What follows belongs to an exercise in optimizing a design on an open flow for small area, a short achievable clock period and few clock cycles; a production flow would make more cautious choices.
Only simulation tests tie the RTL to the original design; equivalence was not proved.

`design/flow/design.v`:
```
module crc_top (
    input  wire        clk,
    input  wire        rst,
    input  wire        wr_en,
    input  wire        rd_en,
    input  wire [6:0]  addr,
    input  wire [31:0] wdata,
    output reg         ready,
    output reg         rvalid,
    output reg  [31:0] rdata
);
    localparam [31:0] MU_RESET = 32'h04D1_01DF;
    reg  [6:0]  width;
    reg         refin;
    reg         refout;
    reg  [1:0]  feed_w;
    reg  [63:0] poly;
    reg  [63:0] init;
    reg  [63:0] xorout;
    reg  [63:0] state;
    reg  [31:0] state_hi_wr;
    reg  [31:0] state_hi_rd;
    reg  [31:0] result_hi_rd;
    reg  [31:0] feed;
    reg  [1:0]  feed_left;        
    reg         feed_byte;        
    reg  [31:0] mu;
    reg         mu_ok;
    reg  [3:0]  mu_cnt;           
    reg  [31:0] mu_r;             
    wire acc_wr = wr_en && ready;
    wire acc_rd = rd_en && !wr_en && ready;
    wire [4:0] a = addr[6:2];
    wire [6:0]  w_eff = (width < 7'd3) ? 7'd3 : (width > 7'd64) ? 7'd64 : width;
    wire [5:0]  wm1   = w_eff[5:0] - 6'd1;
    wire [5:0]  sh    = ~wm1;                         
    wire [63:0] wmask = {64{1'b1}} >> sh;
    wire [63:0] s_al  = state << sh;
    wire [31:0] t32   = s_al[63:32];                  
    wire [31:0] tx    = t32 ^ feed;
    wire [31:0] te    = feed_byte ? {24'd0, tx[31:24]} : tx;
    wire [31:0] q;
    genvar m, k, n;
    generate
        for (m = 0; m < 31; m = m + 1) begin : g_hi
            wire [30-m:0] t;
            for (k = 0; k <= 30 - m; k = k + 1) begin : g_t
                assign t[k] = te[m+1+k] & mu[31-k];
            end
            assign q[m] = te[m] ^ (^t);
        end
    endgenerate
    assign q[31] = te[31];
    wire [63:0] r;
    generate
        for (n = 0; n < 64; n = n + 1) begin : g_lo
            localparam integer NT = (n < 32) ? n + 1 : 32;
            wire [NT-1:0] t;
            for (k = 0; k < NT; k = k + 1) begin : g_t
                assign t[k] = q[k] & poly[n-k];
            end
            assign r[n] = ^t;
        end
    endgenerate
    wire [63:0] s_shift = feed_byte ? {state[55:0], 8'd0} : {state[31:0], 32'd0};
    wire [63:0] s_eng   = (s_shift ^ r) & wmask;
    wire        step    = (feed_left != 2'd0) && mu_ok;
    wire [63:0] s_now   = step ? s_eng : state;     
    wire [63:0] n_al = s_now << sh;
    reg  [63:0] refl;
    integer j;
    always @(*) begin
        for (j = 0; j < 64; j = j + 1)
            refl[j] = n_al[63 - j];
    end
    wire [63:0] result = ((refout ? refl : s_now) ^ xorout) & wmask;
    wire [63:0] p_al  = poly << sh;
    wire [31:0] ptop  = p_al[63:32];                  
    reg  [31:0] mr;
    reg  [3:0]  mq;
    integer i;
    always @(*) begin
        mr = (mu_cnt == 4'd8) ? ptop : mu_r;
        for (i = 0; i < 4; i = i + 1) begin
            mq[3-i] = mr[31];
            mr = {mr[30:0], 1'b0} ^ (mr[31] ? ptop : 32'd0);
        end
    end
    reg [31:0] d_ord;
    always @(*) begin
        for (j = 0; j < 32; j = j + 1)
            d_ord[j] = refin ? wdata[31 - j] : wdata[8 * (3 - j / 8) + (j % 8)];
    end
    wire cfg_wr = acc_wr && (a == 5'h10 || a == 5'h11 || a == 5'h12);
    reg [1:0]  fl_n;
    reg        mu_ok_n;
    always @(*) begin
        fl_n = feed_left;
        if (step) fl_n = feed_left - 2'd1;
        if (acc_wr && a == 5'h18) fl_n = (feed_w == 2'd1) ? 2'd2 : 2'd1;
        mu_ok_n = mu_ok;
        if (mu_cnt == 4'd1) mu_ok_n = 1'b1;
        if (cfg_wr) mu_ok_n = 1'b0;
    end
    always @(posedge clk) begin
        if (rst) begin
            width        <= 7'd32;
            refin        <= 1'b1;
            refout       <= 1'b1;
            feed_w       <= 2'd2;
            poly         <= 64'h0000_0000_04C1_1DB7;
            init         <= 64'h0000_0000_FFFF_FFFF;
            xorout       <= 64'h0000_0000_FFFF_FFFF;
            state        <= 64'd0;
            state_hi_wr  <= 32'd0;
            state_hi_rd  <= 32'd0;
            result_hi_rd <= 32'd0;
            feed_left    <= 2'd0;
            feed_byte    <= 1'b0;
            mu           <= MU_RESET;
            mu_ok        <= 1'b1;
            mu_cnt       <= 4'd0;
            ready        <= 1'b1;
            rvalid       <= 1'b0;
        end else begin
            rvalid    <= acc_rd;
            feed_left <= fl_n;
            mu_ok     <= mu_ok_n;
            ready     <= (fl_n == 2'd0) || (fl_n == 2'd1 && mu_ok_n);
            if (mu_cnt != 4'd0) begin
                mu_r   <= mr;
                mu     <= {mu[27:0], mq};
                mu_cnt <= mu_cnt - 4'd1;
            end
            if (cfg_wr) mu_cnt <= 4'd8;
            if (step) begin
                state <= s_eng;
                feed  <= {feed[23:0], 8'd0};
            end
            if (acc_wr) begin
                case (a)
                    5'h10: begin
                        width  <= wdata[6:0];
                        refin  <= wdata[7];
                        refout <= wdata[8];
                        feed_w <= wdata[10:9];
                    end
                    5'h11: poly[31:0]    <= wdata;
                    5'h12: poly[63:32]   <= wdata;
                    5'h13: init[31:0]    <= wdata;
                    5'h14: init[63:32]   <= wdata;
                    5'h15: xorout[31:0]  <= wdata;
                    5'h16: xorout[63:32] <= wdata;
                    5'h17: if (wdata[0]) state <= init & wmask;
                    5'h18: begin
                        feed      <= d_ord;
                        feed_byte <= (feed_w[1] == 1'b0);
                    end
                    5'h19: state <= {state_hi_wr, wdata} & wmask;
                    5'h1A: state_hi_wr <= wdata;
                    default: ;
                endcase
            end
            if (acc_rd) begin
                case (a)
                    5'h10: rdata <= {21'd0, feed_w, refout, refin, width};
                    5'h11: rdata <= poly[31:0];
                    5'h12: rdata <= poly[63:32];
                    5'h13: rdata <= init[31:0];
                    5'h14: rdata <= init[63:32];
                    5'h15: rdata <= xorout[31:0];
                    5'h16: rdata <= xorout[63:32];
                    5'h19: begin
                        rdata       <= s_now[31:0];
                        state_hi_rd <= s_now[63:32];
                    end
                    5'h1A: rdata <= state_hi_rd;
                    5'h1B: begin
                        rdata        <= result[31:0];
                        result_hi_rd <= result[63:32];
                    end
                    5'h1C: rdata <= result_hi_rd;
                    default: rdata <= 32'd0;
                endcase
            end
        end
    end
endmodule
```
`design/flow/run.sh`:
```
#!/bin/bash
# synth_recipe.tcl (not shown) runs the flow's synth.tcl, then flattens the netlist and writes it again
# the make line also repeats each setting of config.mk as NAME=value (left out here)
make -C /OpenROAD-flow-scripts/flow DESIGN_CONFIG=/design/flow/config.mk WORK_HOME=/design/flow/orfs CLKGATE_MAP_FILE= SYNTH_SCRIPT=/design/flow/synth_recipe.tcl finish
```
`design/flow/config.mk`:
```
export PLATFORM = sky130hd
export DESIGN_NAME = crc_top
export DESIGN_NICKNAME = crc_top
export VERILOG_FILES = /design/flow/design.v
export SDC_FILE = /design/flow/constraint.sdc
export NUM_CORES = 4
export LEC_CHECK = 0
export ABC_CLOCK_PERIOD_IN_PS = 5000
export CAP_MARGIN = 20
export CORE_MARGIN = 2
export CORE_UTILIZATION = 25
export PLACE_DENSITY = 0.45
export SLEW_MARGIN = 20
```
`design/flow/constraint.sdc`:
```
create_clock -name core_clock -period 32.0 [get_ports {clk}]
set_input_delay 6.4000 -clock core_clock [delete_from_list [all_inputs] [get_ports {clk}]]
set_output_delay 6.4000 -clock core_clock [all_outputs]
set_load 0.01 [all_outputs]
```
==> results of run 1 <==
## registers in the layout, summed over array words and instances, names as in the netlist
signal        count
mu_ok             1
feed_left         2
result_hi_rd     32
init             64
state_hi_wr      32
xorout           64
mu               32
mu_cnt            4
rdata            32
rvalid            1
feed_w            2
poly             64
ready             1
state_hi_rd      32
refout            1
mu_r             32
feed_byte         1
feed             32
width             7
refin             1
state            64
## final cells by class
class                   count  share of cell area
well taps                3900              0.0603
diodes                     38             0.00118
multi-input cells        8213               0.715
clock buffers              86              0.0227
inverters                  78             0.00381
flip-flops and latches    501               0.137
clock inverters            28             0.00648
repair buffers            547              0.0537
## path summary, 6_finish.rpt
kind	end	cells after the start
max	rdata[15]$_DFFE_PP_	34
min	poly[19]$_SDFFE_PP0P_	2
min reg2reg	poly[19]$_SDFFE_PP0P_	2
max reg2reg	rdata[15]$_DFFE_PP_	34
## metal layers
layer / global-route usage / routed length [um] / vias to the layer above
met4: 0.245 / 44100 / 18
met3: 0.103 / 61700 / 1438
li1: - / - / 33000
met2: 0.490 / 214000 / 6033
met5: 0 / 494 / -
met1: 0.428 / 203000 / 40100
## through the flow
stage          worst slack (ps)   util  std cells
2_1_floorplan             20110      -       9796
3_3_place_gp              15800  0.270      13200
3_5_place_dp              15770  0.270      13200
4_1_cts                   15740  0.278      13400
5_1_grt                   15370  0.278      13400
6_report                  14940  0.279      13400
## placed cells by master, fill, tap and decap left out, types with 24 or more instances in the layout
cell type / Yosys / routed
nand2_1: 2590 / 2583
xnor2_1: 1114 / 1109
a21oi_1: 558 / 551
nor2_1: 539 / 515
mux2i_1: 485 / 482
buf_4: 38 / 466
dfxtp_1: 405 / 361
xnor3_1: 377 / 357
o21ai_0: 308 / 295
xor2_1: 294 / 291
nand3_1: 234 / 233
a211oi_1: 136 / 136
a22oi_1: 132 / 132
nor3_1: 116 / 106
edfxtp_1: 96 / 96
inv_1: 71 / 69
clkdlybuf4s50_1: 0 / 68
a31oi_1: 70 / 67
o22ai_1: 68 / 66
clkbuf_16: 0 / 65
a221oi_1: 65 / 64
a22o_1: 63 / 63
a21o_1: 63 / 62
mux2_2: 60 / 60
mux4_2: 58 / 58
o211ai_1: 51 / 51
o21ai_1: 46 / 50
nor2b_1: 48 / 46
dfxtp_2: 0 / 42
nand4_1: 39 / 39
diode_2: 0 / 38
a221o_1: 38 / 38
and3_1: 36 / 36
and2_1: 35 / 33
o21a_1: 31 / 31
a32oi_1: 29 / 29
or3_1: 29 / 27
o221ai_1: 25 / 25
nor4b_1: 24 / 24
## kinds of logic after synthesis
group	after synthesis	synth area share
AO/OA/AOI/OAI	1966	0.181
buffers and inverters	1082	0.0631
flip-flops	501	0.151
multiplexers	607	0.0945
AND/OR/NAND/NOR	3840	0.221
adder cells (fa/ha/maj)	8	0.00137
XOR/XNOR	1792	0.288
## worst min-delay path, stage by stage, from the launching register on
cell     delay (ps)
dfxtp_2         320
nand2_1          50
a21oi_1          50
==> metrics.md, run 1 <==
| Metric | Value |
|---|---|
| Status | finished clean |
| Distinct cells, synth | 119 |
| Critical path's slowest cell | dfxtp_1 |
| Initial antenna violation count | 55 |
| Worst Path Arrival | around 17,000 ps |
| CTS H-tree lvls | 2 |
| Post-Syn Area per Cell | roughly 7.4 um^2 |
| Final setup violation count | 0 |
| Largest net degree at the start of global routing | around 130 |
| Core area | ~290,000 um^2 |
| Max_slew headroom | 0.139 |
| HP Start | poly[19]$_SDFFE_PP0P_ |
| Cts bufs inserted | 60 |
| Post-DP Area | about 78,000 um^2 |
| Die Y | about 540 um |
| Clk sink count | 501 |
| Row count | 198 |
| Endpoint class of the critical path | flip-flop |
| Critical Path Max Stage Delay | about 1000 ps |
| Max_cap viols | 0 |
| Postcts setup bufs | 0 |
| CP startpoint | width[4]$_SDFFE_PP0P_ |
| CP Buf/Inv Count | 6 |
| Max-slew violations | 0 |
| Placer Congestion | between 1 and 1.5 |
| Crit path kind | flip-flop to flip-flop |
| Worst Tran Pin Value | ~1300 ps |
| IO buf count | between 70 and 80 |
| Detailed Routing Iterations Pass 1 | 7 |
| Via count | roughly 80,000 |
| First-pass GRT wire length | 692,000 um |
| # IOs | 77 |
| Commonest cells in the netlist | nand2_1, xnor2_1, clkbuf_1 |
| Clock tree buffer depth | 3 |
| Sequential cell area | around 11,000 um^2 |
| Fmax | slightly below 0.06 GHz |
| Seq/Total Area, Yosys | 0.151 |
| Layout area overhead | 11.0% |
| Mapped cell area | ~73,000 um^2 |
| Critical Path RT | approximately 32,000 ps |
| Final ANT Viol Nets | 0 |
| #FFs+latches synth | approximately 500 |
| Initial Utilization | 0.251 |
| Cts hold-fix bufs | 0 |
| GRT Util Overall | 0.340 |
| Detail-routed via count per cell | ~6 |
| Root Buffer | clkbuf_16 |
| Final-report hold violation count | 0 |
| Wire per inst | roughly 39 um |
| Fraction of registers with async set/reset | 0 |
| Detailed placement HPWL | 366,000 um |
| Post-synth EDFFs | 96 |
| Post-synth top area cell | xnor2_1 |
| Area contributors post-synth | xnor2_1, nand2_1, xnor3_1 |
| Die area | between 200,000 and 300,000 um^2 |
| Synthesized Nets | 9,847 |
| DR DRC count | 0 |
| Cell mode on critical path | buf_4 |
| GRT overflow | 0 |
| Share of cells above drive strength 1 | 0.0997 |
| Cts repair resizes | 0 |
| Design area | just over 80,000 um^2 |
| Clk slew on worst S/H paths | about 80 ps |
| Ys Warns | 1 |
| Filler cells | between 30,000 and 40,000 |
| Type of the most critical hold path | flip-flop to flip-flop |
| Crit-path max FO | 76 |
| Worst Skew | just over 90 ps |
| Final nets | 9,452 |
| Clock latency on the worst-skew pair | about 780 ps |
| Synth Flop Type | dfxtp_1 |
| Synth Instances | 9,796 |
| Number of global-route vias before repair | about 74,000 |
| Final period utilization | 0.533 |
| Register-to-Register Setup Slack | about 15,000 ps |
| Worst hold-check slack | roughly 450 ps |
| Top-area cell type share of the netlist area | 0.134 |
| Top delay family on crit path | compound AO/OA/AOI/OAI gates |
| Worst setup SP type | flip-flop |
| Multi-input combinational cell area | roughly 58,000 um^2 |
| RSZ-0062 raised after global routing | false |
| Detailed Route Iter0 Violations | 13,000 |
| Reg-to-Reg Start | width[4]$_SDFFE_PP0P_ |
| Setup TNS | 0 ps |
| Crit path time final | about 17,000 ps |
| Cell with the most instances after synthesis | nand2_1 |
| CTS tree | built |
| Die Span X | between 500 and 600 um |
| Post-Route WL | between 500,000 and 600,000 um |
Testbench counts, summed over its fixed seeds: cycles 52,511.
==> inputs of run 2 (changes only) <==
--- a/design/flow/config.mk
+++ b/design/flow/config.mk
@@ -7,3 +7,2 @@
 export LEC_CHECK = 0
-export ABC_CLOCK_PERIOD_IN_PS = 5000
 export CAP_MARGIN = 20
==> metrics.md, run 2 <==
| Metric | Value |
|---|---|
| RSZ-0062 raised after global routing | false |
| Critical Path RT | 32,430 ps (about the same) |
| Max-slew violations | 0 (unchanged) |
| Clock latency on the worst-skew pair | 780 ps (about the same) |
| Max_slew headroom | 0.139 (unchanged) |
| Critical path's slowest cell | dfxtp_1 |
| Status | finished clean |
| GRT overflow | 0 (unchanged) |
| Detailed Route Iter0 Violations | 13,000 (unchanged) |
| Reg-to-reg endpoint | rdata[15]$_DFFE_PP_ |
| WHS Endpoint | poly[19]$_SDFFE_PP0P_ |
| Synth Area in Compound Gates | 0.181 (unchanged) |
| Post-synthesis xor/xnor area fraction | 0.288 (unchanged) |
| Final setup violation count | 0 (unchanged) |
| Reg2Reg Depth | 34 (unchanged) |
| Worst Skew | 92.0 ps (unchanged) |
| Ys Warns | 1 (unchanged) |
| Largest net degree at the start of global routing | 131 (unchanged) |
| Root Buffer | clkbuf_16 |
| Most frequent cells in the layout | nand2_1, xnor2_1, a21oi_1 |
| Crit path time final | 17,060 ps (unchanged) |
| Wire per inst | 39.1 um (unchanged) |
| Clock tree buffer depth | 3 (unchanged) |
| Top-area cell type share of the netlist area | 0.134 (unchanged) |
| Mapped cell area | 72,800 um^2 (unchanged) |
| Worst hold-check slack | 453 ps (unchanged) |
| Post-Layout Cell Count | 13,400 (unchanged) |
| Placed insts | 13,200 (unchanged) |
| Seq/Total Area, Yosys | 0.151 (unchanged) |
| Final nets | 9,452 (unchanged) |
| Area contributors post-synth | xnor2_1, nand2_1, xnor3_1 |
| Clk slew on worst S/H paths | 80 ps (about the same) |
| Die area | 296,000 um^2 (unchanged) |
| Synth Instances | 9,796 (unchanged) |
| Clk sink count | 501 (unchanged) |
| Final-report hold violation count | 0 (unchanged) |
| Final ANT Viol Nets | 0 (unchanged) |
| Cell with the most instances after synthesis | nand2_1 |
| Number of global-route vias before repair | 73,800 (unchanged) |
| Core area | 290,000 um^2 (unchanged) |
| Cell mode on critical path | buf_4 |
| #FFs+latches synth | 501 (unchanged) |
| Post-synth top area cell | xnor2_1 |
| IO buf count | 74 (unchanged) |
| Detailed placement HPWL | 366,000 um (unchanged) |
| Die Span X | 544 um (unchanged) |
| Crit-path max FO | 76 (unchanged) |
| First-pass GRT wire length | 692,000 um (unchanged) |
| Distinct cells, synth | 119 (unchanged) |
| Synth Flop Type | dfxtp_1 |
| Multiplexer area fraction after synthesis | 0.0945 (unchanged) |
| Die Y | 544 um (unchanged) |
| Filler cells | 31,600 (unchanged) |
| Detailed Routing Iterations Pass 1 | 7 (unchanged) |
| Post-synth EDFFs | 96 (unchanged) |
| Detail-routed via count per cell | 6.02 (unchanged) |
| Main combinational cell family by area after synthesis | XOR/XNOR gates |
| Placer Congestion | 1.05 (unchanged) |
| Cts bufs inserted | 60 (unchanged) |
| Commonest cells in the netlist | nand2_1, xnor2_1, clkbuf_1 |
| DR DRC count | 0 (unchanged) |
| Fraction of registers with async set/reset | 0 (unchanged) |
| Type of the most critical hold path | flip-flop to flip-flop |
| Final period utilization | 0.533 (unchanged) |
| Cts hold-fix bufs | 0 (unchanged) |
| CTS H-tree lvls | 2 (unchanged) |
| Cts repair resizes | 0 (unchanged) |
| CTS tree | built |
| Post-Syn Area per Cell | 7.44 um^2 (unchanged) |
| Worst Tran Pin Value | 1280 ps (unchanged) |
| Fmax | 0.0586 GHz (unchanged) |
| Worst setup SP type | flip-flop |
| WHS Path Cells | 2 (unchanged) |
| Critical Path Max Stage Delay | 1010 ps (about the same) |
| Adder-cell area share of the yosys netlist | 0.00137 (unchanged) |
| Final Util | 0.279 (unchanged) |
| Postcts setup bufs | 0 (unchanged) |
| Row count | 198 (unchanged) |
| Endpoint class of the critical path | flip-flop |
| Via count | 80,600 (unchanged) |
| Worst Path Arrival | 17,490 ps (about the same) |
| Register-to-Register Setup Slack | 14,940 ps (about the same) |
| Initial Utilization | 0.251 (unchanged) |
| # IOs | 77 (unchanged) |
| Crit path kind | flip-flop to flip-flop |
| Simple logic cell fraction of the synthesized area | 0.221 (unchanged) |
| Synthesized Nets | 9,847 (unchanged) |
| GRT Util Overall | 0.340 (unchanged) |
| Initial antenna violation count | 55 (unchanged) |
| Max_cap viols | 0 (unchanged) |
| Layout area overhead | 11.0% (unchanged) |
| HP Start | poly[19]$_SDFFE_PP0P_ |
| Share of cells above drive strength 1 | 0.0997 (unchanged) |
| Reg-to-Reg Start | width[4]$_SDFFE_PP0P_ |
| Setup TNS | 0 ps (unchanged) |
| Post-Route WL | 523,000 um (unchanged) |
| Commonest non-fill, non-tap cell in the layout | nand2_1 |
-- run 2: cell counts after synthesis --
Identical to the previous run, type by type.
-- run 2: how the worst max path moves through the flow --
| stage | startpoint | endpoint | slack (ps) | cells after the start |
|---|---|---|---|---|
| after global routing | width[4]$_SDFFE_PP0P_ | rdata[15]$_DFFE_PP_ | 15370 | 34 |
| final | width[4]$_SDFFE_PP0P_ | rdata[15]$_DFFE_PP_ | 14940 | 34 |
| after detailed placement | width[4]$_SDFFE_PP0P_ | rdata[15]$_DFFE_PP_ | 15770 | 34 |
| after global placement | width[4]$_SDFFE_PP0P_ | rdata[15]$_DFFE_PP_ | 15800 | 34 |
| after floorplan | width[6]$_SDFFE_PP0P_ | rdata[23]$_DFFE_PP_ | 20110 | 45 |
| after CTS | width[4]$_SDFFE_PP0P_ | rdata[15]$_DFFE_PP_ | 15740 | 34 |
-- run 2: per-layer routing --
| layer | track usage | vias to the layer above | share of wire |
|---|---|---|---|
| li1 | - | 33000 | - |
| met1 | 0.428 | 40100 | 0.39 |
| met2 | 0.490 | 6033 | 0.41 |
| met3 | 0.103 | 1438 | 0.12 |
| met4 | 0.245 | 18 | 0.084 |
| met5 | 0 | - | 0.00094 |
-- run 2: metrics by stage --
step	instance area (um^2)	setup slack [ps]
final	80900	14940
after CTS	80800	15740
after global placement	78400	15800
after floorplan	72800	20110
after global routing	80800	15370
after detailed placement	78400	15770
-- run 2: final cells by class --
cell class,instances,area (um^2),share of cell area
Multi-Input combinational cell,8213,57800,0.715
Sequential cell,501,11100,0.137
Tap cell,3900,4880,0.0603
Timing Repair Buffer,547,4340,0.0537
Clock buffer,86,1840,0.0227
Clock inverter,28,524,0.00648
Inverter,78,308,0.00381
Antenna cell,38,95.1,0.00118
-- run 2: cell families after synthesis --
kind of cell,after synthesis
DFF,501
AOI/OAI and AO/OA,1966
adders and majority gates,8
muxes,607
buffers and inverters,1082
and+or+nand+nor,3840
xor gates and xnor gates,1792
-- run 2: worst max-delay path: cells and delay by family (launching register included) --
kind                     cells  cell delay (ps)
XOR/XNOR                     7             2470
flip-flops                   1             1010
adder cells (fa/ha/maj)      2              990
AO/OA/AOI/OAI               10             4730
buffers and inverters        6             3260
multiplexers                 3             1290
AND/OR/NAND/NOR              6             2720
==> inputs of run 3 (changes only) <==
==> design/flow/flow/run.sh (new file) <==
#!/bin/bash
set -euo pipefail
bash standard.sh SETUP_SLACK_MARGIN=23 finish > flow_make.log 2>&1
==> design/flow/standard.sh (new file) <==
#!/bin/bash
# synth_recipe.tcl (not shown) runs the flow's synth.tcl, then flattens the netlist and writes it again
# the make line also repeats each setting of config.mk as NAME=value (left out here)
make -C /OpenROAD-flow-scripts/flow DESIGN_CONFIG=/design/flow/config.mk WORK_HOME=/design/flow/orfs CLKGATE_MAP_FILE= SYNTH_SCRIPT=/design/flow/synth_recipe.tcl "${@:-finish}"
removed: design/flow/run.sh
==> metrics.md, run 3 <==
| Metric | Value |
|---|---|
| Type of the most critical hold path | flip-flop to flip-flop |
| Multi-input combinational cell area | 63,000 um^2 (+9.0%) |
| Critical Path Max Stage Delay | 620 ps (-390 ps) |
| Root Buffer | clkbuf_16 |
| Post-synth EDFFs | 96 (unchanged) |
| CTS tree | built |
| Die Span X | 544 um (unchanged) |
| Share of cells above drive strength 1 | 0.216 (+0.117) |
| Largest net degree at the start of global routing | 87 (-34%) |
| Clock latency on the worst-skew pair | 720 ps (-60 ps) |
| Max_slew headroom | 0.0821 (-0.0566) |
| Commonest non-fill, non-tap cell in the layout | nand2_1 |
| Detailed placement HPWL | 360,000 um (-1.4%) |
| Ys Warns | 1 (unchanged) |
| Synth Instances | 9,796 (unchanged) |
| Die area | 296,000 um^2 (unchanged) |
| Fraction of registers with async set/reset | 0 (unchanged) |
| Critical path's slowest cell | o211ai_1 |
| CTS H-tree lvls | 3 (+1) |
| Detail-routed via count per cell | 6.20 (+3.0%) |
| Final-report hold violation count | 0 (unchanged) |
| Pre-CTS WS | 16,070 ps (+300 ps) |
| Area contributors post-synth | xnor2_1, nand2_1, xnor3_1 |
| Number of global-route vias before repair | 77,600 (+5.1%) |
| Cts bufs inserted | 68 (+13%) |
| Worst setup SP type | flip-flop |
| Wire per inst | 41.2 um (+5.4%) |
| Clock tree buffer depth | 3 (unchanged) |
| GRT overflow | 0 (unchanged) |
| Detailed Route Iter0 Violations | 14,600 (+12%) |
| Status | finished clean |
| Distinct cells, synth | 119 (unchanged) |
| Crit path kind | flip-flop to flip-flop |
| Crit path time final | 10,670 ps (-6390 ps) |
| #FFs+latches synth | 501 (unchanged) |
| Final period utilization | 0.333 (-0.200) |
| Final nets | 9,990 (+5.7%) |
| Fmax | 0.0937 GHz (+60%) |
| Register-to-Register Setup Slack | 21,330 ps (+6390 ps) |
| Commonest cells in the netlist | nand2_1, xnor2_1, clkbuf_1 |
| DR DRC count | 0 (unchanged) |
| Post-Syn Area per Cell | 7.44 um^2 (unchanged) |
| Row count | 198 (unchanged) |
| Layout area overhead | 28.5% |
| Core area | 290,000 um^2 (unchanged) |
| # IOs | 77 (unchanged) |
| Initial Utilization | 0.251 (unchanged) |
| Via count | 86,400 (+7.2%) |
| GRT Util Overall | 0.368 (+0.0274) |
| Seq/Total Area, Yosys | 0.151 (unchanged) |
| Worst Path Arrival | 11,130 ps (-6360 ps) |
| Initial antenna violation count | 59 (+7.3%) |
| Clk sink count | 501 (unchanged) |
| Post-synth top area cell | xnor2_1 |
| Worst Skew | 54.9 ps (-37.1 ps) |
| Endpoint class of the critical path | flip-flop |
| Cell with the most instances after synthesis | nand2_1 |
| Most frequent cells in the layout | nand2_1, xnor2_1, buf_4 |
| Crit-path max FO | 17 (-78%) |
| Setup TNS | 0 ps (unchanged) |
| Max_cap viols | 0 (unchanged) |
| Filler cells | 30,900 (-2.3%) |
| RSZ-0062 raised after global routing | true |
| IO buf count | 74 (unchanged) |
| Sequential cell area | 11,100 um^2 (+0.15%) |
| Max-slew violations | 0 (unchanged) |
| Die Y | 544 um (unchanged) |
| Clk slew on worst S/H paths | 60 ps (-20 ps) |
| Worst hold-check slack | 453 ps (+0.667 ps) |
| Top-area cell type share of the netlist area | 0.134 (unchanged) |
| Cts hold-fix bufs | 0 (unchanged) |
| Synth Flop Type | dfxtp_1 |
| Placer Congestion | 1.02 (-2.9%) |
| Final setup margin | 21,330 ps (+6390 ps) |
| Final ANT Viol Nets | 0 (unchanged) |
| Synthesized Nets | 9,847 (unchanged) |
| Critical Path RT | 32,460 ps (+30 ps) |
| Detailed Routing Iterations Pass 1 | 8 (+1) |
| First-pass GRT wire length | 740,000 um (+7.0%) |
| Final setup violation count | 0 (unchanged) |
| Mapped cell area | 72,800 um^2 (unchanged) |
| Post-Route WL | 574,000 um (+9.7%) |
| Worst Tran Pin Value | 1370 ps (+85.5 ps) |
[run 3: logic make-up after synthesis]
family | after synthesis | share of synthesized area
AOI/OAI and AO/OA | 1966 | 0.181
xor gates and xnor gates | 1792 | 0.288
adders and majority gates | 8 | 0.00137
buffers and inverters | 1082 | 0.0631
DFF | 501 | 0.151
muxes | 607 | 0.0945
and+or+nand+nor | 3840 | 0.221
[run 3: final timing paths]
| kind | start | to | depth (start not counted) |
|---|---|---|---|
| setup / recovery | width[5]$_SDFFE_PP1P_ | rdata[10]$_DFFE_PP_ | 33 |
| hold / removal | poly[46]$_SDFFE_PP0P_ | poly[46]$_SDFFE_PP0P_ | 2 |
| setup reg to reg | width[5]$_SDFFE_PP1P_ | rdata[10]$_DFFE_PP_ | 33 |
| hold reg to reg | poly[46]$_SDFFE_PP0P_ | poly[46]$_SDFFE_PP0P_ | 2 |
[run 3: per-layer routing]
layer	wire, um	GRT usage	vias to the layer above
met5	66	0	-
met4	55300	0.283	12
met3	78300	0.119	1927
met2	226000	0.514	7332
met1	214000	0.464	43000
li1	-	-	34100
[run 3: area by class of cell]
cell class / instances / area share
Multi-Input combinational cell: 8222 / 0.673
Timing Repair Buffer: 1068 / 0.128
Sequential cell: 501 / 0.118
Tap cell: 3900 / 0.0521
Clock buffer: 94 / 0.0205
Inverter: 78 / 0.00385
Clock inverter: 27 / 0.00270
Antenna cell: 44 / 0.00118
[run 3: repair_timing]
action	4_1_cts	5_1_grt
resized for setup	878	382
setup endpoints to repair	226	149
gates cloned	62	18
pin swaps	237	229
buffers inserted	336	166
[run 3: critical path, delay by kind of cell (launching register included)]
kind | cells | cell delay (ps)
AO/OA/AOI/OAI | 9 | 2780
XOR/XNOR | 8 | 2680
adder cells (fa/ha/maj) | 1 | 220
buffers and inverters | 6 | 1090
flip-flops | 1 | 340
multiplexers | 4 | 1480
AND/OR/NAND/NOR | 5 | 1800
[run 3: per-stage QoR]
| stage | area (um^2) | utilization | instances |
|---|---|---|---|
| final | 93600 | 0.322 | 13900 |
| after global routing | 93500 | 0.322 | 13900 |
| after CTS | 89800 | 0.309 | 13700 |
| after detailed placement | 78700 | 0.271 | 13200 |
| after global placement | 78600 | 0.271 | 13200 |
| after floorplan | 74300 | - | 9796 |

[separate check: timing with driven ports]
How much do the figures lean on ideal ports? The routed layouts below were timed once more, with nothing changed but the port constraints. Step 1: set_driving_cell puts a clkbuf_16 on clk and a buf_2 on each other input, an assumption about the parent block. Step 2 times the ports against the registers' clock, not the clock port: input delays grow and output delays shrink by t, the midpoint of the rising clock arrivals with the driver on. Slacks: no drivers / after step 1 / after step 2; pairs: no drivers / after step 1.
run | t (ns) | setup slack, ns | latest minus earliest clock arrival (ns) | slew at the worst register clock pin (ns) | worst slew at a driven data input, ns
run 1 | 0.827 | 14.942 / 14.942 / 14.942 | 0.092 / 0.092 | 0.08 / 0.08 | 0.06
run 2 | 0.827 | 14.942 / 14.942 / 14.942 | 0.092 / 0.092 | 0.08 / 0.08 | 0.06
run 3 | 0.780 | 21.331 / 21.331 / 21.331 | 0.055 / 0.055 | 0.07 / 0.07 | 0.06
After both steps setup and hold are still met in every run listed.
